From an optimization exercise on the open Yosys and OpenROAD flow, aimed at small area; shortcuts taken in it are not production practice.
Only the layout flow was run in this run; the RTL was not checked for function there.
Power and IR drop assume default switching activity.

File: design/flow/design.v
module tm_sintab (
    input  wire [8:0]  j,
    output wire [14:0] s
);
    reg [14:0] base;
    reg [7:0] slope;
    reg [5:0] res;
    always @* begin
        case (j[8:4])
            5'd0: base = 15'd0;
            5'd1: base = 15'd3212;
            5'd2: base = 15'd6393;
            5'd3: base = 15'd9512;
            5'd4: base = 15'd12539;
            5'd5: base = 15'd15446;
            5'd6: base = 15'd18204;
            5'd7: base = 15'd20787;
            5'd8: base = 15'd23170;
            5'd9: base = 15'd25329;
            5'd10: base = 15'd27245;
            5'd11: base = 15'd28898;
            5'd12: base = 15'd30273;
            5'd13: base = 15'd31356;
            5'd14: base = 15'd32137;
            5'd15: base = 15'd32609;
            5'd16: base = 15'd32767;
            default: base = 15'd0;
        endcase
    end
    always @* begin
        case (j[8:4])
            5'd0: slope = 8'd200;
            5'd1: slope = 8'd198;
            5'd2: slope = 8'd194;
            5'd3: slope = 8'd189;
            5'd4: slope = 8'd181;
            5'd5: slope = 8'd172;
            5'd6: slope = 8'd161;
            5'd7: slope = 8'd148;
            5'd8: slope = 8'd134;
            5'd9: slope = 8'd119;
            5'd10: slope = 8'd103;
            5'd11: slope = 8'd85;
            5'd12: slope = 8'd67;
            5'd13: slope = 8'd48;
            5'd14: slope = 8'd29;
            5'd15: slope = 8'd9;
            5'd16: slope = 8'd0;
            default: slope = 8'd0;
        endcase
    end
    always @* begin
        case (j)
            9'd0: res = 6'd0;
            9'd1: res = 6'd1;
            9'd2: res = 6'd2;
            9'd3: res = 6'd3;
            9'd4: res = 6'd4;
            9'd5: res = 6'd5;
            9'd6: res = 6'd6;
            9'd7: res = 6'd7;
            9'd8: res = 6'd8;
            9'd9: res = 6'd9;
            9'd10: res = 6'd9;
            9'd11: res = 6'd10;
            9'd12: res = 6'd10;
            9'd13: res = 6'd11;
            9'd14: res = 6'd11;
            9'd15: res = 6'd12;
            9'd16: res = 6'd0;
            9'd17: res = 6'd2;
            9'd18: res = 6'd4;
            9'd19: res = 6'd5;
            9'd20: res = 6'd7;
            9'd21: res = 6'd8;
            9'd22: res = 6'd10;
            9'd23: res = 6'd11;
            9'd24: res = 6'd12;
            9'd25: res = 6'd13;
            9'd26: res = 6'd13;
            9'd27: res = 6'd14;
            9'd28: res = 6'd14;
            9'd29: res = 6'd14;
            9'd30: res = 6'd14;
            9'd31: res = 6'd13;
            9'd32: res = 6'd0;
            9'd33: res = 6'd3;
            9'd34: res = 6'd5;
            9'd35: res = 6'd8;
            9'd36: res = 6'd10;
            9'd37: res = 6'd12;
            9'd38: res = 6'd14;
            9'd39: res = 6'd16;
            9'd40: res = 6'd17;
            9'd41: res = 6'd18;
            9'd42: res = 6'd18;
            9'd43: res = 6'd18;
            9'd44: res = 6'd18;
            9'd45: res = 6'd18;
            9'd46: res = 6'd17;
            9'd47: res = 6'd16;
            9'd48: res = 6'd0;
            9'd49: res = 6'd3;
            9'd50: res = 6'd6;
            9'd51: res = 6'd8;
            9'd52: res = 6'd10;
            9'd53: res = 6'd12;
            9'd54: res = 6'd13;
            9'd55: res = 6'd14;
            9'd56: res = 6'd15;
            9'd57: res = 6'd15;
            9'd58: res = 6'd15;
            9'd59: res = 6'd14;
            9'd60: res = 6'd13;
            9'd61: res = 6'd11;
            9'd62: res = 6'd9;
            9'd63: res = 6'd6;
            9'd64: res = 6'd0;
            9'd65: res = 6'd5;
            9'd66: res = 6'd9;
            9'd67: res = 6'd12;
            9'd68: res = 6'd16;
            9'd69: res = 6'd18;
            9'd70: res = 6'd20;
            9'd71: res = 6'd22;
            9'd72: res = 6'd23;
            9'd73: res = 6'd23;
            9'd74: res = 6'd23;
            9'd75: res = 6'd23;
            9'd76: res = 6'd21;
            9'd77: res = 6'd20;
            9'd78: res = 6'd17;
            9'd79: res = 6'd15;
            9'd80: res = 6'd0;
            9'd81: res = 6'd5;
            9'd82: res = 6'd10;
            9'd83: res = 6'd14;
            9'd84: res = 6'd17;
            9'd85: res = 6'd19;
            9'd86: res = 6'd21;
            9'd87: res = 6'd23;
            9'd88: res = 6'd24;
            9'd89: res = 6'd24;
            9'd90: res = 6'd23;
            9'd91: res = 6'd22;
            9'd92: res = 6'd20;
            9'd93: res = 6'd18;
            9'd94: res = 6'd15;
            9'd95: res = 6'd11;
            9'd96: res = 6'd0;
            9'd97: res = 6'd6;
            9'd98: res = 6'd11;
            9'd99: res = 6'd16;
            9'd100: res = 6'd20;
            9'd101: res = 6'd23;
            9'd102: res = 6'd25;
            9'd103: res = 6'd26;
            9'd104: res = 6'd27;
            9'd105: res = 6'd27;
            9'd106: res = 6'd27;
            9'd107: res = 6'd25;
            9'd108: res = 6'd23;
            9'd109: res = 6'd20;
            9'd110: res = 6'd17;
            9'd111: res = 6'd12;
            9'd112: res = 6'd0;
            9'd113: res = 6'd7;
            9'd114: res = 6'd13;
            9'd115: res = 6'd19;
            9'd116: res = 6'd24;
            9'd117: res = 6'd27;
            9'd118: res = 6'd30;
            9'd119: res = 6'd33;
            9'd120: res = 6'd34;
            9'd121: res = 6'd35;
            9'd122: res = 6'd34;
            9'd123: res = 6'd33;
            9'd124: res = 6'd31;
            9'd125: res = 6'd28;
            9'd126: res = 6'd25;
            9'd127: res = 6'd20;
            9'd128: res = 6'd0;
            9'd129: res = 6'd7;
            9'd130: res = 6'd14;
            9'd131: res = 6'd20;
            9'd132: res = 6'd25;
            9'd133: res = 6'd30;
            9'd134: res = 6'd33;
            9'd135: res = 6'd35;
            9'd136: res = 6'd37;
            9'd137: res = 6'd37;
            9'd138: res = 6'd37;
            9'd139: res = 6'd36;
            9'd140: res = 6'd33;
            9'd141: res = 6'd30;
            9'd142: res = 6'd26;
            9'd143: res = 6'd21;
            9'd144: res = 6'd0;
            9'd145: res = 6'd8;
            9'd146: res = 6'd15;
            9'd147: res = 6'd22;
            9'd148: res = 6'd27;
            9'd149: res = 6'd31;
            9'd150: res = 6'd34;
            9'd151: res = 6'd36;
            9'd152: res = 6'd38;
            9'd153: res = 6'd38;
            9'd154: res = 6'd37;
            9'd155: res = 6'd36;
            9'd156: res = 6'd33;
            9'd157: res = 6'd29;
            9'd158: res = 6'd24;
            9'd159: res = 6'd19;
            9'd160: res = 6'd0;
            9'd161: res = 6'd8;
            9'd162: res = 6'd15;
            9'd163: res = 6'd21;
            9'd164: res = 6'd26;
            9'd165: res = 6'd30;
            9'd166: res = 6'd33;
            9'd167: res = 6'd35;
            9'd168: res = 6'd36;
            9'd169: res = 6'd36;
            9'd170: res = 6'd35;
            9'd171: res = 6'd33;
            9'd172: res = 6'd29;
            9'd173: res = 6'd25;
            9'd174: res = 6'd19;
            9'd175: res = 6'd13;
            9'd176: res = 6'd0;
            9'd177: res = 6'd9;
            9'd178: res = 6'd17;
            9'd179: res = 6'd24;
            9'd180: res = 6'd30;
            9'd181: res = 6'd35;
            9'd182: res = 6'd39;
            9'd183: res = 6'd41;
            9'd184: res = 6'd43;
            9'd185: res = 6'd43;
            9'd186: res = 6'd43;
            9'd187: res = 6'd41;
            9'd188: res = 6'd38;
            9'd189: res = 6'd34;
            9'd190: res = 6'd29;
            9'd191: res = 6'd22;
            9'd192: res = 6'd0;
            9'd193: res = 6'd9;
            9'd194: res = 6'd17;
            9'd195: res = 6'd24;
            9'd196: res = 6'd30;
            9'd197: res = 6'd35;
            9'd198: res = 6'd39;
            9'd199: res = 6'd41;
            9'd200: res = 6'd43;
            9'd201: res = 6'd43;
            9'd202: res = 6'd42;
            9'd203: res = 6'd40;
            9'd204: res = 6'd36;
            9'd205: res = 6'd32;
            9'd206: res = 6'd26;
            9'd207: res = 6'd19;
            9'd208: res = 6'd0;
            9'd209: res = 6'd10;
            9'd210: res = 6'd18;
            9'd211: res = 6'd26;
            9'd212: res = 6'd32;
            9'd213: res = 6'd37;
            9'd214: res = 6'd41;
            9'd215: res = 6'd44;
            9'd216: res = 6'd45;
            9'd217: res = 6'd45;
            9'd218: res = 6'd44;
            9'd219: res = 6'd42;
            9'd220: res = 6'd39;
            9'd221: res = 6'd34;
            9'd222: res = 6'd29;
            9'd223: res = 6'd22;
            9'd224: res = 6'd0;
            9'd225: res = 6'd10;
            9'd226: res = 6'd18;
            9'd227: res = 6'd26;
            9'd228: res = 6'd32;
            9'd229: res = 6'd36;
            9'd230: res = 6'd40;
            9'd231: res = 6'd42;
            9'd232: res = 6'd43;
            9'd233: res = 6'd43;
            9'd234: res = 6'd42;
            9'd235: res = 6'd39;
            9'd236: res = 6'd36;
            9'd237: res = 6'd31;
            9'd238: res = 6'd24;
            9'd239: res = 6'd17;
            9'd240: res = 6'd0;
            9'd241: res = 6'd10;
            9'd242: res = 6'd19;
            9'd243: res = 6'd27;
            9'd244: res = 6'd33;
            9'd245: res = 6'd38;
            9'd246: res = 6'd42;
            9'd247: res = 6'd45;
            9'd248: res = 6'd47;
            9'd249: res = 6'd47;
            9'd250: res = 6'd46;
            9'd251: res = 6'd44;
            9'd252: res = 6'd40;
            9'd253: res = 6'd35;
            9'd254: res = 6'd30;
            9'd255: res = 6'd22;
            9'd256: res = 6'd0;
            default: res = 6'd0;
        endcase
    end
    wire [14:0] y1 = {9'd0, res};
    wire [14:0] z1 = {7'd0, j[0] ? slope : 8'd0};
    wire [14:0] s1 = base ^ y1 ^ z1;
    wire [14:0] c1 = ((base & (y1 | z1)) | (y1 & z1)) << 1;
    wire [14:0] y2 = c1;
    wire [14:0] z2 = {6'd0, j[1] ? slope : 8'd0, 1'd0};
    wire [14:0] s2 = s1 ^ y2 ^ z2;
    wire [14:0] c2 = ((s1 & (y2 | z2)) | (y2 & z2)) << 1;
    wire [14:0] y3 = c2;
    wire [14:0] z3 = {5'd0, j[2] ? slope : 8'd0, 2'd0};
    wire [14:0] s3 = s2 ^ y3 ^ z3;
    wire [14:0] c3 = ((s2 & (y3 | z3)) | (y3 & z3)) << 1;
    wire [14:0] y4 = c3;
    wire [14:0] z4 = {4'd0, j[3] ? slope : 8'd0, 3'd0};
    wire [14:0] s4 = s3 ^ y4 ^ z4;
    wire [14:0] c4 = ((s3 & (y4 | z4)) | (y4 & z4)) << 1;
    tm_rca #(.W(15)) u_add (.a(s4), .b(c4), .ci(1'b0), .s(s), .co());
endmodule
module tm_sincos (
    input  wire [9:0]  n,
    output wire [14:0] mag,
    output wire        neg
);
    wire [8:0] m_neg;
    tm_rca #(.W(9)) u_neg (.a({1'b0, ~n[7:0]}), .b(9'h000), .ci(1'b1), .s(m_neg), .co());
    wire [8:0] j = n[8] ? m_neg : {1'b0, n[7:0]};
    tm_sintab u_tab (.j(j), .s(mag));
    assign neg = n[9];
endmodule
module tm_mon (
    input  wire        clk,
    input  wire        rst_n,             
    input  wire        smp_vld,           
    input  wire [11:0] code_u,            
    input  wire [11:0] code_v,
    input  wire [11:0] code_w,
    input  wire [15:0] theta,             
    input  wire [15:0] t_cmd,             
    input  wire [15:0] t_ce,              
    input  wire        active,            
    input  wire [47:0] iha_ofs,           
    input  wire [47:0] iha_gain,          
    input  wire [15:0] psi_pm,            
    input  wire [15:0] ld,                
    input  wire [15:0] lq,                
    input  wire [15:0] lq_k,              
    input  wire [3:0]  pole_pairs,
    input  wire [15:0] w_pct,             
    input  wire [15:0] w_abs,             
    input  wire [15:0] cnt_lim,           
    output reg         res_vld,
    output wire [15:0] t_tm,              
    output wire [15:0] i_d,               
    output wire [15:0] i_q,               
    output reg         exc_over,          
    output reg         dis_over,          
    output reg  [15:0] err_cnt,
    output reg         trip               
);
    reg [35:0] s_code;                     
    reg [9:0]  s_th;
    reg [15:0] s_tcmd, s_tce;
    reg        s_active;
    always @(posedge clk) begin
        if (smp_vld) begin
            s_th     <= theta[15:6];
            s_tcmd   <= t_cmd;
            s_tce    <= t_ce;
            s_active <= active;
        end
    end
    localparam [5:0] LAST = 6'd61;
    reg [5:0] cnt;                         
    wire [5:0] cnt_inc;
    tm_rca #(.W(6)) u_inc (.a(cnt), .b(6'd0), .ci(1'b1), .s(cnt_inc), .co());
    always @(posedge clk) begin
        if (!rst_n)
            cnt <= 6'd0;
        else if (smp_vld)
            cnt <= 6'd1;
        else if (cnt != 6'd0)
            cnt <= (cnt == LAST) ? 6'd0 : cnt_inc;
    end
    reg signed [24:0] acc;
    wire       [15:0] S = s_code[15:0];    
    reg        [15:0] R0, Rd, Rq;          
    reg               blw;                 
    reg               wsel;                
    reg               g_cy, g_c5;          
    reg        [1:0]  g_xp;                
    reg        [2:0]  g_d3;                
    assign t_tm = R0;
    assign i_d  = Rd;
    assign i_q  = Rq;
    localparam [4:0] M_G0 = 5'd0, M_G1 = 5'd1, M_G2 = 5'd2, M_CA2 = 5'd3, M_CA = 5'd4,
                     M_CB = 5'd5, M_TAB = 5'd6, M_LQK = 5'd7, M_LQ = 5'd8, M_LD = 5'd9,
                     M_ID4 = 5'd10, M_PSI = 5'd11, M_3P = 5'd12, M_IQ = 5'd13,
                     M_R0 = 5'd14, M_TCE = 5'd15, M_CMD = 5'd16,
                     M_WP = 5'd18, M_ERR = 5'd19, M_LIM = 5'd20, M_ONE = 5'd21,
                     M_WA = 5'd22;
    localparam [3:0] C_GEN = 4'd0, C_R0L = 4'd1, C_R0H = 4'd2, C_RDL = 4'd3, C_RDH = 4'd4,
                     C_RQL = 4'd5, C_RQH = 4'd6, C_SL = 4'd7, C_SH = 4'd8, C_ONE = 4'd9,
                     C_FF = 4'd10, C_ZERO = 4'd11, C_F0 = 4'd12, C_F1 = 4'd13, C_F2 = 4'd14;
    localparam [1:0] B_0 = 2'd0, B_LW = 2'd1, B_WIRE = 2'd2;
    reg [4:0] msel;
    wire [4:0] msel_w = wsel ? M_WP : M_WA;
    reg [3:0] csel;
    reg [1:0] bsel;
    reg       clr, shift, kill;
    reg       neg_c;                       
    reg       use_tab, tab_cos, neg_iq;    
    reg [1:0] gk, gj;                      
    reg       gen;
    always @* begin
        msel = M_ONE; csel = C_ZERO; bsel = B_0;
        clr = 1'b0; shift = 1'b0; kill = 1'b0;
        neg_c = 1'b0; use_tab = 1'b0; tab_cos = 1'b0; neg_iq = 1'b0;
        gk = 2'd0; gj = 2'd0; gen = 1'b0;
        case (cnt)
            6'd1, 6'd2, 6'd3, 6'd4, 6'd5, 6'd6, 6'd7, 6'd8, 6'd9: begin
                gen = 1'b1;
                gk = (cnt <= 6'd3) ? 2'd0 : (cnt <= 6'd6) ? 2'd1 : 2'd2;
                gj = (cnt == 6'd1 || cnt == 6'd4 || cnt == 6'd7) ? 2'd0 :
                     (cnt == 6'd2 || cnt == 6'd5 || cnt == 6'd8) ? 2'd1 : 2'd2;
                msel = (gk == 2'd0) ? M_G0 : (gk == 2'd1) ? M_G1 : M_G2;
                csel = C_GEN;
                bsel = (gj == 2'd0) ? B_0 : B_LW;
                clr  = (gj == 2'd0);
                shift = (gj != 2'd2);
            end
            6'd10: begin msel = M_CA2; csel = C_R0L; clr = 1'b1; end
            6'd11: begin msel = M_CA;  csel = C_RDL; neg_c = 1'b1; end
            6'd12: begin msel = M_CA;  csel = C_RQL; neg_c = 1'b1; shift = 1'b1; end
            6'd13: begin msel = M_CA2; csel = C_R0H; bsel = B_WIRE; end
            6'd14: begin msel = M_CA;  csel = C_RDH; bsel = B_WIRE; neg_c = 1'b1; end
            6'd15: begin msel = M_CA;  csel = C_RQH; bsel = B_WIRE; neg_c = 1'b1; shift = 1'b1; end
            6'd16: begin msel = M_CB; csel = C_RDL; clr = 1'b1; end
            6'd17: begin msel = M_CB; csel = C_RQL; neg_c = 1'b1; shift = 1'b1; end
            6'd18: begin msel = M_CB; csel = C_RDH; bsel = B_WIRE; end
            6'd19: begin msel = M_CB; csel = C_RQH; bsel = B_WIRE; neg_c = 1'b1; shift = 1'b1; end
            6'd20: begin msel = M_TAB; use_tab = 1'b1; neg_c = 1'b1; csel = C_R0L; clr = 1'b1; end
            6'd21: begin msel = M_TAB; use_tab = 1'b1; tab_cos = 1'b1; csel = C_RDL; shift = 1'b1; end
            6'd22: begin msel = M_TAB; use_tab = 1'b1; neg_c = 1'b1; csel = C_R0H; bsel = B_WIRE; end
            6'd23: begin msel = M_TAB; use_tab = 1'b1; tab_cos = 1'b1; csel = C_RDH; bsel = B_WIRE; shift = 1'b1; end
            6'd24: begin msel = M_TAB; use_tab = 1'b1; tab_cos = 1'b1; csel = C_R0L; clr = 1'b1; end
            6'd25: begin msel = M_TAB; use_tab = 1'b1; csel = C_RDL; shift = 1'b1; end
            6'd26: begin msel = M_TAB; use_tab = 1'b1; tab_cos = 1'b1; csel = C_R0H; bsel = B_WIRE; end
            6'd27: begin msel = M_TAB; use_tab = 1'b1; csel = C_RDH; bsel = B_WIRE; shift = 1'b1; end
            6'd28: begin msel = M_LQK; neg_iq = 1'b1; csel = C_RQL; clr = 1'b1; shift = 1'b1; end
            6'd29: begin msel = M_LQK; neg_iq = 1'b1; csel = C_RQH; bsel = B_WIRE; shift = 1'b1; end
            6'd30: begin msel = M_LQ; csel = C_SL; clr = 1'b1; shift = 1'b1; end
            6'd31: begin msel = M_LQ; csel = C_SL; bsel = B_LW; shift = 1'b1; end
            6'd32: begin msel = M_LQ; csel = C_R0L; bsel = B_LW; shift = 1'b1; end
            6'd33: begin msel = M_LQ; csel = C_FF; bsel = B_LW; end
            6'd34: begin msel = M_LD; csel = C_ONE; clr = (R0[15:8] != 8'd0); shift = 1'b1; end
            6'd35: begin msel = M_ID4; csel = C_F0; clr = 1'b1; shift = 1'b1; end
            6'd36: begin msel = M_ID4; csel = C_F1; bsel = B_LW; shift = 1'b1; end
            6'd37: begin msel = M_ID4; csel = C_F2; bsel = B_LW; end
            6'd38: begin msel = M_PSI; csel = C_ONE; shift = 1'b1; end
            6'd39: begin msel = M_3P; csel = C_SH; clr = 1'b1; shift = 1'b1; end
            6'd40: begin msel = M_3P; csel = C_R0L; bsel = B_LW; shift = 1'b1; end
            6'd41: begin msel = M_3P; csel = C_R0H; bsel = B_LW; end
            6'd42: begin msel = M_IQ; csel = C_SL; clr = 1'b1; shift = 1'b1; end
            6'd43: begin msel = M_IQ; csel = C_SL; bsel = B_LW; shift = 1'b1; end
            6'd44: begin msel = M_IQ; csel = C_R0L; bsel = B_LW; shift = 1'b1; end
            6'd45: begin msel = M_IQ; csel = C_R0H; bsel = B_LW; end
            6'd46: begin msel = M_WA; csel = C_ONE; clr = 1'b1; end           
            6'd47: begin msel = M_WP; csel = C_ONE; neg_c = 1'b1; end         
            6'd48: begin msel = M_R0; csel = C_ONE; clr = 1'b1; end           
            6'd49: begin msel = msel_w; csel = C_ONE;                        
                         neg_c = s_tcmd[15]; kill = s_tcmd[15]; end
            6'd50: begin msel = M_R0; csel = C_ONE; clr = 1'b1; end           
            6'd51: begin msel = M_CMD; csel = C_ONE; neg_c = 1'b1; end        
            6'd52: begin msel = msel_w; csel = C_ONE;                        
                         neg_c = ~s_tcmd[15]; kill = ~s_tcmd[15]; end
            6'd53, 6'd56: begin msel = M_R0; csel = C_ONE; clr = 1'b1; end   
            6'd54, 6'd57: begin msel = M_TCE; csel = C_ONE; neg_c = 1'b1; end  
            6'd55: begin msel = msel_w; csel = C_ONE; neg_c = 1'b1; kill = 1'b1; end
            6'd58: begin msel = msel_w; csel = C_ONE; end
            6'd59: begin msel = M_ONE; csel = s_active ? C_ONE : C_ZERO; clr = 1'b1;
                         neg_c = ~(exc_over | dis_over); end
            6'd60: begin msel = M_ERR; csel = s_active ? C_ONE : C_ZERO; end
            6'd61: begin msel = M_LIM; csel = C_ONE; neg_c = 1'b1; end
            default: ;
        endcase
    end
    wire [14:0] tab;
    wire        tab_neg;
    tm_sincos u_sc (.n(s_th + (tab_cos ? 10'd256 : 10'd0)), .mag(tab), .neg(tab_neg));
    wire neg = neg_c ^ (use_tab & tab_neg) ^ (neg_iq & Rq[15]);
    wire [11:0] g_code = (gk == 2'd0) ? s_code[11:0] : (gk == 2'd1) ? s_code[23:12] : s_code[35:24];
    wire [15:0] g_ofs  = (gk == 2'd0) ? iha_ofs[15:0] : (gk == 2'd1) ? iha_ofs[31:16] : iha_ofs[47:32];
    wire [23:0] g_cx   = {{13{~g_code[11]}}, g_code[10:0]};
    wire [23:0] g_of   = {{8{g_ofs[15]}}, g_ofs};
    wire [7:0]  g_cxc  = (gj == 2'd0) ? g_cx[7:0] : (gj == 2'd1) ? g_cx[15:8] : g_cx[23:16];
    wire [7:0]  g_ofc  = (gj == 2'd0) ? g_of[7:0] : (gj == 2'd1) ? g_of[15:8] : g_of[23:16];
    wire        g_first = (gj == 2'd0);
    wire [8:0]  g_xs, g_5s;
    wire [7:0]  g_x    = g_xs[7:0];
    wire [7:0]  g_x4   = {g_x[5:0], g_first ? 2'b00 : g_xp};
    tm_rca #(.W(8)) u_gx (.a(g_cxc), .b(~g_ofc), .ci(g_first | g_cy), .s(g_xs[7:0]), .co(g_xs[8]));
    tm_rca #(.W(8)) u_g5 (.a(g_x), .b(g_x4), .ci(~g_first & g_c5), .s(g_5s[7:0]), .co(g_5s[8]));
    always @(posedge clk) begin
        if (gen) begin
            g_cy <= g_xs[8];
            g_c5 <= g_5s[8];
            g_xp <= g_x[7:6];
            g_d3 <= g_5s[7:5];
        end
    end
    wire [5:0] p3;                         
    tm_rca #(.W(6)) u_p3 (.a({1'b0, pole_pairs, 1'b0}), .b({2'b00, pole_pairs}), .ci(1'b0), .s(p3), .co());
    reg signed [16:0] M;
    always @* begin
        case (msel)
            M_G0:  M = {1'b0, iha_gain[15:0]};
            M_G1:  M = {1'b0, iha_gain[31:16]};
            M_G2:  M = {1'b0, iha_gain[47:32]};
            M_CA2: M = 17'sd43690;
            M_CA:  M = 17'sd21845;
            M_CB:  M = 17'sd37837;
            M_TAB: M = {1'b0, tab, 1'b0};
            M_LQK: M = {1'b0, lq_k};
            M_LQ:  M = {1'b0, lq};
            M_LD:  M = {1'b0, ld};
            M_ID4: M = {Rd[15], Rd};
            M_PSI: M = {1'b0, psi_pm};
            M_3P:  M = {11'd0, p3};
            M_IQ:  M = {Rq[15], Rq};
            M_R0:  M = {R0[15], R0};
            M_TCE: M = {s_tce[15], s_tce};
            M_CMD: M = {s_tcmd[15], s_tcmd};
            M_WP:  M = {1'b0, w_pct};
            M_WA:  M = {1'b0, w_abs};
            M_ERR: M = {1'b0, err_cnt};
            M_LIM: M = {1'b0, cnt_lim};
            default: M = 17'sd1;
        endcase
    end
    reg [7:0] ch;
    reg       ch_wire;                     
    always @* begin
        ch_wire = 1'b0;
        case (csel)
            C_GEN:  ch = {g_5s[4:0], g_first ? 3'b000 : g_d3};
            C_R0L:  ch = R0[7:0];
            C_R0H:  begin ch = R0[15:8]; ch_wire = R0[7]; end
            C_RDL:  ch = Rd[7:0];
            C_RDH:  begin ch = Rd[15:8]; ch_wire = Rd[7]; end
            C_RQL:  ch = Rq[7:0];
            C_RQH:  begin ch = Rq[15:8]; ch_wire = Rq[7]; end
            C_SL:   ch = S[7:0];
            C_SH:   ch = S[15:8];
            C_ONE:  ch = 8'h01;
            C_FF:   ch = 8'hFF;
            C_F0:   ch = {S[11:8], 4'b0000};       
            C_F1:   ch = {R0[3:0], S[7:4]};        
            C_F2:   ch = R0[11:4];                 
            default: ch = 8'h00;
        endcase
    end
    wire bl = (bsel == B_LW) ? blw : (bsel == B_WIRE) ? ch_wire : 1'b0;
    wire [8:0]  bb = {ch, bl};
    wire [17:0] rw [0:3];
    wire [3:0]  rs;
    genvar gi;
    generate
        for (gi = 0; gi < 4; gi = gi + 1) begin : g_row
            wire one = bb[2*gi+1] ^ bb[2*gi];
            wire two = (bb[2*gi+2] & ~bb[2*gi+1] & ~bb[2*gi]) | (~bb[2*gi+2] & bb[2*gi+1] & bb[2*gi]);
            wire sg  = bb[2*gi+2] ^ neg;   
            wire [17:0] mx = {M[16], M} ^ {18{sg}};
            wire [17:0] pp = ({18{one}} & mx) | ({18{two}} & {mx[16:0], sg});
            assign rs[gi] = sg & (one | two);
            assign rw[gi] = pp ^ 18'h20000;
        end
    endgenerate
    wire [25:0] sum;
    tm_macsum u_sum (.a((clr ? 25'd0 : acc) ^ 25'h1000000), .r0(rw[0]), .r1(rw[1]), .r2(rw[2]),
                     .r3(rw[3]), .rs({rs[3:1], rs[0] & ~kill}), .sum(sum));
    wire [15:0] sat_acc = (acc[24:15] == {10{acc[24]}}) ? acc[15:0]
                                                         : (acc[24] ? 16'h8000 : 16'h7FFF);
    wire [15:0] sat_tq  = (acc[24:8] == {17{acc[24]}}) ? {acc[8:0], S[15:9]}
                                                         : (acc[24] ? 16'h8000 : 16'h7FFF);
    wire busy = (cnt != 6'd0);
    wire sgn  = sum[25];
    always @(posedge clk) begin
        acc <= shift ? {{7{sum[25]}}, sum[25:8]} : sum[24:0];
        if (smp_vld)
            s_code <= {code_w, code_v, code_u};
        else if (shift && !gen)
            s_code[15:0] <= {sum[7:0], S[15:8]};
        blw <= ch[7];
        if (cnt == 6'd4 || cnt == 6'd16 || cnt == 6'd30 || cnt == 6'd35 ||
            cnt == 6'd39 || cnt == 6'd42)
            R0 <= sat_acc;
        if (cnt == 6'd46)
            R0 <= sat_tq;
        if (cnt == 6'd7 || cnt == 6'd20 || cnt == 6'd28)
            Rd <= sat_acc;
        if (cnt == 6'd10 || cnt == 6'd24)
            Rq <= sat_acc;
        if (cnt == 6'd47)
            wsel <= sgn;
        if (cnt == 6'd49)
            exc_over <= s_tcmd[15] ? ~sgn : sgn;
        if (cnt == 6'd52)
            exc_over <= exc_over | (s_tcmd[15] ? sgn : ~sgn);
        if (cnt == 6'd55)
            dis_over <= ~sgn;
        if (cnt == 6'd58)
            dis_over <= dis_over | sgn;
    end
    always @(posedge clk) begin
        if (!rst_n) begin
            res_vld <= 1'b0;
            err_cnt <= 16'd0;
            trip    <= 1'b0;
        end else begin
            res_vld <= (cnt == LAST);
            if (cnt == LAST) begin
                if (!s_active)
                    err_cnt <= 16'd0;
                else if (!(acc[16] | acc[24]))
                    err_cnt <= acc[15:0];
                if (s_active && !sgn)
                    trip <= 1'b1;
            end
        end
    end
endmodule
module tm_rca #(parameter W = 8) (
    input  wire [W-1:0] a,
    input  wire [W-1:0] b,
    input  wire         ci,
    output wire [W-1:0] s,
    output wire         co
);
    wire [W:0] c;
    assign c[0] = ci;
    genvar i;
    generate
        for (i = 0; i < W; i = i + 1) begin : g_bit
            assign s[i]   = a[i] ^ b[i] ^ c[i];
            assign c[i+1] = (a[i] & (b[i] | c[i])) | (b[i] & c[i]);
        end
    endgenerate
    assign co = c[W];
endmodule
module tm_macsum (
    input  wire [24:0] a,
    input  wire [17:0] r0,
    input  wire [17:0] r1,
    input  wire [17:0] r2,
    input  wire [17:0] r3,
    input  wire [3:0]  rs,
    output wire [25:0] sum
);
    wire t1 = a[4] ^ r0[4];
    wire t2 = a[4] & r0[4];
    wire t3 = a[5] ^ r0[5];
    wire t4 = a[5] & r0[5];
    wire t5 = a[6] ^ r0[6] ^ r1[4];
    wire t6 = (a[6] & (r0[6] | r1[4])) | (r0[6] & r1[4]);
    wire t7 = r2[2] ^ r3[0];
    wire t8 = r2[2] & r3[0];
    wire t9 = a[7] ^ r0[7] ^ r1[5];
    wire t10 = (a[7] & (r0[7] | r1[5])) | (r0[7] & r1[5]);
    wire t11 = r2[3] ^ r3[1];
    wire t12 = r2[3] & r3[1];
    wire t13 = a[8] ^ r0[8] ^ r1[6];
    wire t14 = (a[8] & (r0[8] | r1[6])) | (r0[8] & r1[6]);
    wire t15 = r2[4] ^ r3[2];
    wire t16 = r2[4] & r3[2];
    wire t17 = a[9] ^ r0[9] ^ r1[7];
    wire t18 = (a[9] & (r0[9] | r1[7])) | (r0[9] & r1[7]);
    wire t19 = r2[5] ^ r3[3];
    wire t20 = r2[5] & r3[3];
    wire t21 = a[10] ^ r0[10] ^ r1[8];
    wire t22 = (a[10] & (r0[10] | r1[8])) | (r0[10] & r1[8]);
    wire t23 = r2[6] ^ r3[4];
    wire t24 = r2[6] & r3[4];
    wire t25 = a[11] ^ r0[11] ^ r1[9];
    wire t26 = (a[11] & (r0[11] | r1[9])) | (r0[11] & r1[9]);
    wire t27 = r2[7] ^ r3[5];
    wire t28 = r2[7] & r3[5];
    wire t29 = a[12] ^ r0[12] ^ r1[10];
    wire t30 = (a[12] & (r0[12] | r1[10])) | (r0[12] & r1[10]);
    wire t31 = r2[8] ^ r3[6];
    wire t32 = r2[8] & r3[6];
    wire t33 = a[13] ^ r0[13] ^ r1[11];
    wire t34 = (a[13] & (r0[13] | r1[11])) | (r0[13] & r1[11]);
    wire t35 = r2[9] ^ r3[7];
    wire t36 = r2[9] & r3[7];
    wire t37 = a[14] ^ r0[14] ^ r1[12];
    wire t38 = (a[14] & (r0[14] | r1[12])) | (r0[14] & r1[12]);
    wire t39 = r2[10] ^ r3[8];
    wire t40 = r2[10] & r3[8];
    wire t41 = a[15] ^ r0[15] ^ r1[13];
    wire t42 = (a[15] & (r0[15] | r1[13])) | (r0[15] & r1[13]);
    wire t43 = r2[11] ^ r3[9];
    wire t44 = r2[11] & r3[9];
    wire t45 = a[16] ^ r0[16] ^ r1[14];
    wire t46 = (a[16] & (r0[16] | r1[14])) | (r0[16] & r1[14]);
    wire t47 = r2[12] ^ r3[10];
    wire t48 = r2[12] & r3[10];
    wire t49 = a[17] ^ r0[17] ^ r1[15];
    wire t50 = (a[17] & (r0[17] | r1[15])) | (r0[17] & r1[15]);
    wire t51 = r2[13] ^ r3[11] ^ 1'b1;
    wire t52 = (r2[13] & (r3[11] | 1'b1)) | (r3[11] & 1'b1);
    wire t53 = a[18] ^ r1[16] ^ r2[14];
    wire t54 = (a[18] & (r1[16] | r2[14])) | (r1[16] & r2[14]);
    wire t55 = r3[12] ^ 1'b1;
    wire t56 = r3[12] & 1'b1;
    wire t57 = a[19] ^ r1[17] ^ r2[15];
    wire t58 = (a[19] & (r1[17] | r2[15])) | (r1[17] & r2[15]);
    wire t59 = a[20] ^ r2[16];
    wire t60 = a[20] & r2[16];
    wire t61 = a[2] ^ r0[2];
    wire t62 = a[2] & r0[2];
    wire t63 = a[3] ^ r0[3];
    wire t64 = a[3] & r0[3];
    wire t65 = r1[2] ^ r2[0] ^ rs[2];
    wire t66 = (r1[2] & (r2[0] | rs[2])) | (r2[0] & rs[2]);
    wire t67 = r1[3] ^ r2[1] ^ t3;
    wire t68 = (r1[3] & (r2[1] | t3)) | (r2[1] & t3);
    wire t69 = rs[3] ^ t5 ^ t7;
    wire t70 = (rs[3] & (t5 | t7)) | (t5 & t7);
    wire t71 = t9 ^ t11 ^ t6;
    wire t72 = (t9 & (t11 | t6)) | (t11 & t6);
    wire t73 = t13 ^ t15 ^ t10;
    wire t74 = (t13 & (t15 | t10)) | (t15 & t10);
    wire t75 = t17 ^ t19 ^ t14;
    wire t76 = (t17 & (t19 | t14)) | (t19 & t14);
    wire t77 = t21 ^ t23 ^ t18;
    wire t78 = (t21 & (t23 | t18)) | (t23 & t18);
    wire t79 = t25 ^ t27 ^ t22;
    wire t80 = (t25 & (t27 | t22)) | (t27 & t22);
    wire t81 = t29 ^ t31 ^ t26;
    wire t82 = (t29 & (t31 | t26)) | (t31 & t26);
    wire t83 = t33 ^ t35 ^ t30;
    wire t84 = (t33 & (t35 | t30)) | (t35 & t30);
    wire t85 = t37 ^ t39 ^ t34;
    wire t86 = (t37 & (t39 | t34)) | (t39 & t34);
    wire t87 = t41 ^ t43 ^ t38;
    wire t88 = (t41 & (t43 | t38)) | (t43 & t38);
    wire t89 = t45 ^ t47 ^ t42;
    wire t90 = (t45 & (t47 | t42)) | (t47 & t42);
    wire t91 = t49 ^ t51 ^ t46;
    wire t92 = (t49 & (t51 | t46)) | (t51 & t46);
    wire t93 = t53 ^ t55 ^ t50;
    wire t94 = (t53 & (t55 | t50)) | (t55 & t50);
    wire t95 = r3[13] ^ t57 ^ t54;
    wire t96 = (r3[13] & (t57 | t54)) | (t57 & t54);
    wire t97 = r3[14] ^ 1'b1 ^ t59;
    wire t98 = (r3[14] & (1'b1 | t59)) | (1'b1 & t59);
    wire t99 = a[21] ^ r2[17] ^ r3[15];
    wire t100 = (a[21] & (r2[17] | r3[15])) | (r2[17] & r3[15]);
    wire t101 = a[22] ^ r3[16];
    wire t102 = a[22] & r3[16];
    wire t103 = a[0] ^ r0[0];
    wire t104 = a[0] & r0[0];
    wire t105 = a[1] ^ r0[1];
    wire t106 = a[1] & r0[1];
    wire t107 = r1[0] ^ rs[1] ^ t61;
    wire t108 = (r1[0] & (rs[1] | t61)) | (rs[1] & t61);
    wire t109 = r1[1] ^ t63 ^ t62;
    wire t110 = (r1[1] & (t63 | t62)) | (t63 & t62);
    wire t111 = t1 ^ t65 ^ t64;
    wire t112 = (t1 & (t65 | t64)) | (t65 & t64);
    wire t113 = t2 ^ t67 ^ t66;
    wire t114 = (t2 & (t67 | t66)) | (t67 & t66);
    wire t115 = t4 ^ t69 ^ t68;
    wire t116 = (t4 & (t69 | t68)) | (t69 & t68);
    wire t117 = t8 ^ t71 ^ t70;
    wire t118 = (t8 & (t71 | t70)) | (t71 & t70);
    wire t119 = t12 ^ t73 ^ t72;
    wire t120 = (t12 & (t73 | t72)) | (t73 & t72);
    wire t121 = t16 ^ t75 ^ t74;
    wire t122 = (t16 & (t75 | t74)) | (t75 & t74);
    wire t123 = t20 ^ t77 ^ t76;
    wire t124 = (t20 & (t77 | t76)) | (t77 & t76);
    wire t125 = t24 ^ t79 ^ t78;
    wire t126 = (t24 & (t79 | t78)) | (t79 & t78);
    wire t127 = t28 ^ t81 ^ t80;
    wire t128 = (t28 & (t81 | t80)) | (t81 & t80);
    wire t129 = t32 ^ t83 ^ t82;
    wire t130 = (t32 & (t83 | t82)) | (t83 & t82);
    wire t131 = t36 ^ t85 ^ t84;
    wire t132 = (t36 & (t85 | t84)) | (t85 & t84);
    wire t133 = t40 ^ t87 ^ t86;
    wire t134 = (t40 & (t87 | t86)) | (t87 & t86);
    wire t135 = t44 ^ t89 ^ t88;
    wire t136 = (t44 & (t89 | t88)) | (t89 & t88);
    wire t137 = t48 ^ t91 ^ t90;
    wire t138 = (t48 & (t91 | t90)) | (t91 & t90);
    wire t139 = t52 ^ t93 ^ t92;
    wire t140 = (t52 & (t93 | t92)) | (t93 & t92);
    wire t141 = t56 ^ t95 ^ t94;
    wire t142 = (t56 & (t95 | t94)) | (t95 & t94);
    wire t143 = t58 ^ t97 ^ t96;
    wire t144 = (t58 & (t97 | t96)) | (t97 & t96);
    wire t145 = t60 ^ t99 ^ t98;
    wire t146 = (t60 & (t99 | t98)) | (t99 & t98);
    wire t147 = 1'b1 ^ t101 ^ t100;
    wire t148 = (1'b1 & (t101 | t100)) | (t101 & t100);
    wire t149 = a[23] ^ r3[17] ^ t102;
    wire t150 = (a[23] & (r3[17] | t102)) | (r3[17] & t102);
    wire t151 = rs[0] ^ t103;
    wire t152 = rs[0] & t103;
    wire t153 = t105 ^ t104 ^ t152;
    wire t154 = (t105 & (t104 | t152)) | (t104 & t152);
    wire t155 = t107 ^ t106 ^ t154;
    wire t156 = (t107 & (t106 | t154)) | (t106 & t154);
    wire t157 = t109 ^ t108 ^ t156;
    wire t158 = (t109 & (t108 | t156)) | (t108 & t156);
    wire t159 = t111 ^ t110 ^ t158;
    wire t160 = (t111 & (t110 | t158)) | (t110 & t158);
    wire t161 = t113 ^ t112 ^ t160;
    wire t162 = (t113 & (t112 | t160)) | (t112 & t160);
    wire t163 = t115 ^ t114 ^ t162;
    wire t164 = (t115 & (t114 | t162)) | (t114 & t162);
    wire t165 = t117 ^ t116 ^ t164;
    wire t166 = (t117 & (t116 | t164)) | (t116 & t164);
    wire t167 = t119 ^ t118 ^ t166;
    wire t168 = (t119 & (t118 | t166)) | (t118 & t166);
    wire t169 = t121 ^ t120 ^ t168;
    wire t170 = (t121 & (t120 | t168)) | (t120 & t168);
    wire t171 = t123 ^ t122 ^ t170;
    wire t172 = (t123 & (t122 | t170)) | (t122 & t170);
    wire t173 = t125 ^ t124 ^ t172;
    wire t174 = (t125 & (t124 | t172)) | (t124 & t172);
    wire t175 = t127 ^ t126 ^ t174;
    wire t176 = (t127 & (t126 | t174)) | (t126 & t174);
    wire t177 = t129 ^ t128 ^ t176;
    wire t178 = (t129 & (t128 | t176)) | (t128 & t176);
    wire t179 = t131 ^ t130 ^ t178;
    wire t180 = (t131 & (t130 | t178)) | (t130 & t178);
    wire t181 = t133 ^ t132 ^ t180;
    wire t182 = (t133 & (t132 | t180)) | (t132 & t180);
    wire t183 = t135 ^ t134 ^ t182;
    wire t184 = (t135 & (t134 | t182)) | (t134 & t182);
    wire t185 = t137 ^ t136 ^ t184;
    wire t186 = (t137 & (t136 | t184)) | (t136 & t184);
    wire t187 = t139 ^ t138 ^ t186;
    wire t188 = (t139 & (t138 | t186)) | (t138 & t186);
    wire t189 = t141 ^ t140 ^ t188;
    wire t190 = (t141 & (t140 | t188)) | (t140 & t188);
    wire t191 = t143 ^ t142 ^ t190;
    wire t192 = (t143 & (t142 | t190)) | (t142 & t190);
    wire t193 = t145 ^ t144 ^ t192;
    wire t194 = (t145 & (t144 | t192)) | (t144 & t192);
    wire t195 = t147 ^ t146 ^ t194;
    wire t196 = (t147 & (t146 | t194)) | (t146 & t194);
    wire t197 = t149 ^ t148 ^ t196;
    wire t198 = (t149 & (t148 | t196)) | (t148 & t196);
    wire t199 = a[24] ^ t150 ^ t198;
    wire t200 = (a[24] & (t150 | t198)) | (t150 & t198);
    wire t201 = 1'b1 ^ t200;
    wire t202 = 1'b1 & t200;
    assign sum = {t201, t199, t197, t195, t193, t191, t189, t187, t185, t183, t181, t179, t177, t175, t173, t171, t169, t167, t165, t163, t161, t159, t157, t155, t153, t151};
endmodule
File: design/flow/flow/run.sh
#!/bin/bash
set -euo pipefail
export BUFFER_PORTS_ARGS="-buffer_cell sky130_fd_sc_hd__buf_1"
export CTS_ARGS="-sink_clustering_enable -repair_clock_nets -buf_list sky130_fd_sc_hd__clkbuf_16 -dont_use_dummy_load"
bash standard.sh > standard_flow.log 2>&1
File: design/flow/standard.sh
#!/bin/bash
# synth_recipe.tcl (not shown) runs the flow's synth.tcl, then flattens the netlist and writes it again
# the make line also repeats each setting of config.mk as NAME=value (left out here)
make -C /OpenROAD-flow-scripts/flow DESIGN_CONFIG=/design/flow/config.mk WORK_HOME=/design/flow/orfs CLKGATE_MAP_FILE= SYNTH_SCRIPT=/design/flow/synth_recipe.tcl "${@:-finish}"
File: design/flow/config.mk
export PLATFORM = sky130hd
export DESIGN_NAME = tm_mon
export DESIGN_NICKNAME = tm_mon
export VERILOG_FILES = /design/flow/design.v
export SDC_FILE = /design/flow/constraint.sdc
export NUM_CORES = 4
export LEC_CHECK = 0
export CAP_MARGIN = 20
export CORE_MARGIN = 2
export CORE_UTILIZATION = 40
export SLEW_MARGIN = 20
export SYNTH_MEMORY_MAX_BITS = 32768
File: design/flow/constraint.sdc
create_clock -name core_clock -period 25.0 [get_ports {clk}]
set_input_delay 5.0000 -clock core_clock [delete_from_list [all_inputs] [get_ports {clk}]]
set_output_delay 5.0000 -clock core_clock [all_outputs]
set_load 0.01 [all_outputs]
==> results by group <==
Drt
  • Count of antenna-violating nets left after detailed routing: 0
  • Routed via count divided by cell count: ~6.5
  • Via count of the routed design: 21496
  • Count of routing violations after the opening detailed-route iteration: ~3200
  • Average wire length per cell after detail routing: between 20 and 30 um
  • First-pass iteration count of the detailed router: 6
  • Total wirelength of the detailed-routed design: ~95 mm
  • DRC violations left: 0

Timing
  • Slack of the critical path: around 3300 ps
  • Relative slew slack: around 22%
  • Part of the cycle the worst path needs: ~87%
  • Post-Route Skew: about 33 ps
  • Final worst hold slack: 505 ps
  • Setup repair after global routing missed its margin: false
  • Tmin final: roughly 22000 ps
  • Final slew viol count: 0
  • Aggregate negative setup slack: 0 ps
  • Slew at the pin closest to its max-slew limit: between 1000 and 1500 ps
  • Setup-violating endpoint count in the final report: 0
  • Final number of hold-violating endpoints: 0
  • Fmax: roughly 0.046 GHz

Die
  • Io pins: about 370
  • Effective utilization at floorplan: 40.5%
  • Core footprint: 50100 um2
  • Die height: ~230 um
  • Floorplan die width: ~230 um
  • Die area: between 50000 and 60000 um2
  • Floorplan row count: between 80 and 90

CTS
  • Deepest level of the CTS H-tree: 4
  • Max clock buf depth: 2
  • CTS Root Cell: sky130_fd_sc_hd__clkbuf_16
  • Number of buffers created by CTS: 17
  • Clock transition time at the flip-flop clock pins of the worst setup and hold paths: ~60 ps
  • Skew-Pair Late Insertion Delay: approximately 500 ps
  • Sinks on Clock Net: 187
  • Number of buffers added for setup after CTS: 0
  • Hold buffers post-CTS: 0
  • Number of cells upsized or downsized after cts: 0
  • TritonCTS clock tree: yes

Critical path
  • Max incr delay on CP: 820 ps
  • Most prevalent standard cell on the critical path: sky130_fd_sc_hd__fa_1
  • Buffers plus inverters on the worst setup path: 7
  • WP data required: roughly 25000 ps
  • Worst-path fanout max: 12
  • Critical path type: input pin to flip-flop
  • Crit path max-delay cell type: sky130_fd_sc_hd__a2111oi_0
  • Arr. time, crit path: 22010 ps
  • Family of cells with the greatest summed delay on the critical path: adder cells
  • Critical Path Start Type: input pin
  • Worst setup EP type: flip-flop

Power and ir drop
  • Power per standard cell area: 116 nW/um2
  • Internal Dissipation: roughly 1.3 mW
  • Clock network fraction of total power: under 10%
  • Net switching component of the power: 1.32 mW
  • Combinational fraction of design power: 71.9%
  • Net switching share of the total power: 50.4%
  • Register share of total power: 18.6%
  • Static leakage power: approximately 8.2 nW
  • Maximum vdd drop: roughly 0.10 mV

Cells and area
  • Layout-stage area growth over the synthesis result: 11.8%
  • Fill cells: a little over 5000
  • Commonest cells after routing, fill and taps aside: sky130_fd_sc_hd__buf_1, sky130_fd_sc_hd__nand2_1, sky130_fd_sc_hd__a21oi_1
  • Final Net Count: roughly 3100
  • Ratio of cells with drive above 1 in the final layout: between 6 and 7%
  • Summed area of non-filler cells in the final layout: approximately 23000 um2
  • Final cell utilization of the core: between 40 and 50%
  • Leading cell type in the layout, fill and taps excluded: sky130_fd_sc_hd__buf_1

GRT
  • GRT met1 Usage: between 40 and 50%
  • Most crowded layer after global routing: met2
  • Remaining global-route overflow: 0
  • Via count of the first global-routing pass: between 20000 and 25000
  • Met3 Track Usage GR: 8.33%
  • Pin count of the biggest net entering global routing: between 50 and 60
  • GRT Total Usage: 35.4%
  • Wire length of the first global-routing pass: approximately 140 mm
  • Initial antenna violation count: 4
  • Met2 usage in global routing: 54.6%

Synthesis
  • Sequential fraction of the synthesis area: 25.2%
  • Register bit total from synthesis: about 190
  • Share of Yosys cell area claimed by the top area cell type: about a fifth
  • Post-Syn Nets: approximately 2900
  • Library cell occupying the most area in the post-synthesis netlist: sky130_fd_sc_hd__edfxtp_1
  • Gate Count Post-Synth: 2358
  • Cells taking the most area after synthesis: sky130_fd_sc_hd__edfxtp_1, sky130_fd_sc_hd__fa_1, sky130_fd_sc_hd__dfxtp_1
  • Post-synthesis cell area: approximately 20000 um2
  • Number of synthesized flops with an enable pin: about 140
  • Number of distinct library cell variants in the gate-level netlist after synthesis: 97
  • Yosys Warn Count: 2
  • Async set-or-reset flop fraction in the synthesized netlist: 0%
  • Dominant synthesized flop cell: sky130_fd_sc_hd__edfxtp_1
  • Mean area per synthesized cell: roughly 8.6 um2

Placed design
  • DP Worst Slack: around 3000 ps
  • Port-buffer cells: between 300 and 400
  • Placed instance area: roughly 22000 um2
  • Final weighted congestion in routability-driven placement: approximately 1
  • Estimated wirelength of the detail-placed design: between 70 and 80 mm

Hold path
  • Path type of the worst min-delay path: flip-flop to flip-flop

Status
  • Status: timing/DRC/antenna clean

Run
  • Max_cap viols: 0
-- tightest hold or removal path, stage by stage, from the launching register on --
cell and delay, ps:
sky130_fd_sc_hd__dfxtp_1 330, sky130_fd_sc_hd__nand2_1 60, sky130_fd_sc_hd__a21boi_0 60
-- metrics by stage --
| step | cells | total power [mW] |
|---|---|---|
| floorplan | 2358 | 1.72 |
| global placement | 3267 | 2.32 |
| detailed placement | 3267 | 2.37 |
| CTS | 3284 | 2.62 |
| global route | 3284 | 2.83 |
| finish | 3285 | 2.62 |
-- power groups by stage --
stage,Sequential [mW],Clock (mW),Combinational [mW]
after detailed placement,0.493,0,1.88
final,0.488,0.248,1.89
after global placement,0.492,0,1.83
after CTS,0.486,0.250,1.89
after global routing,0.490,0.259,2.09
after floorplan,0.455,0,1.27
-- worst paths after layout --
path / start / to / slack [ps] / cells past startpoint
worst min-delay path: err_cnt[9]$_SDFFE_PN0P_ / err_cnt[9]$_SDFFE_PN0P_ / 510 / 2
worst min register to register: err_cnt[9]$_SDFFE_PN0P_ / err_cnt[9]$_SDFFE_PN0P_ / 510 / 2
worst max register to register: cnt[2]$_SDFFE_PP0P_ / acc[20]$_DFF_P_ / 3560 / 59
worst max-delay path: iha_ofs[47] / acc[20]$_DFF_P_ / 3320 / 49
-- state kept, by name (all words and copies together), names as in the netlist, 6 cells and up --
register and count:
Rd 16, err_cnt 16, s_tcmd 16, s_tce 16
R0 16, acc 25, Rq 16, s_th 10
cnt 6, s_code 36
-- area by class of cell --
class                           instances  area, um2  share of cell area, %
Multi-Input combinational cell       1819      13800                   61.0
Sequential cell                       187       5110                   22.6
Timing Repair Buffer                  427       1850                   8.18
Tap cell                              672        841                   3.71
Inverter                              162        608                   2.68
Clock buffer                           17        425                   1.88
Antenna cell                            1       2.50                 0.0110
-- cell families after synthesis --
| family | Yosys count | share of synthesized area [%] |
|---|---|---|
| and+or+nand+nor | 726 | 17.4 |
| muxes | 71 | 3.77 |
| adders and majority gates | 199 | 17.2 |
| xor gates and xnor gates | 88 | 4.19 |
| AOI/OAI and AO/OA | 735 | 25.1 |
| DFF | 187 | 25.2 |
| buffers and inverters | 352 | 7.18 |
-- Yosys cell counts, drive strengths merged (61+ instances only) --
master	n
a21oi	161
o21ai	113
inv	160
nor2	158
o22ai	74
buf	73
clkbuf	117
ha	67
fa	132
nand3	73
edfxtp	137
xnor2	61
nand2	264
-- per-layer routing --
metal	wire length, um	share of wire, %
met2	42200	44
met4	4990	5.2
met5	27	0.028
met1	37400	39
met3	10700	11

-- port drivers added, routing unchanged --
The results above use ideal ports. As a check the final layout listed here was re-extracted and re-timed, cells and wires unchanged.
Step 1 sets driving cells, clkbuf_16 on the clock port and buf_2 on the other inputs (assumed; they add their load-dependent delay and slew).
Step 2 also shifts input and output timing later by t, the mid clock arrival at the registers, as if the neighbouring blocks saw the same clock.
Slacks: no drivers / after step 1 / after step 2; pairs: no drivers / after step 1.
t, ns: 0.550
setup slack, ns: 3.324 / 3.357 / 2.807
worst setup path after step 2: input to register
cell pins on the clock port's net: 1
After both steps this run still meets setup and hold. The setup slack of this run moves by +0.033 ns with the drivers and by -0.517 ns with both steps.
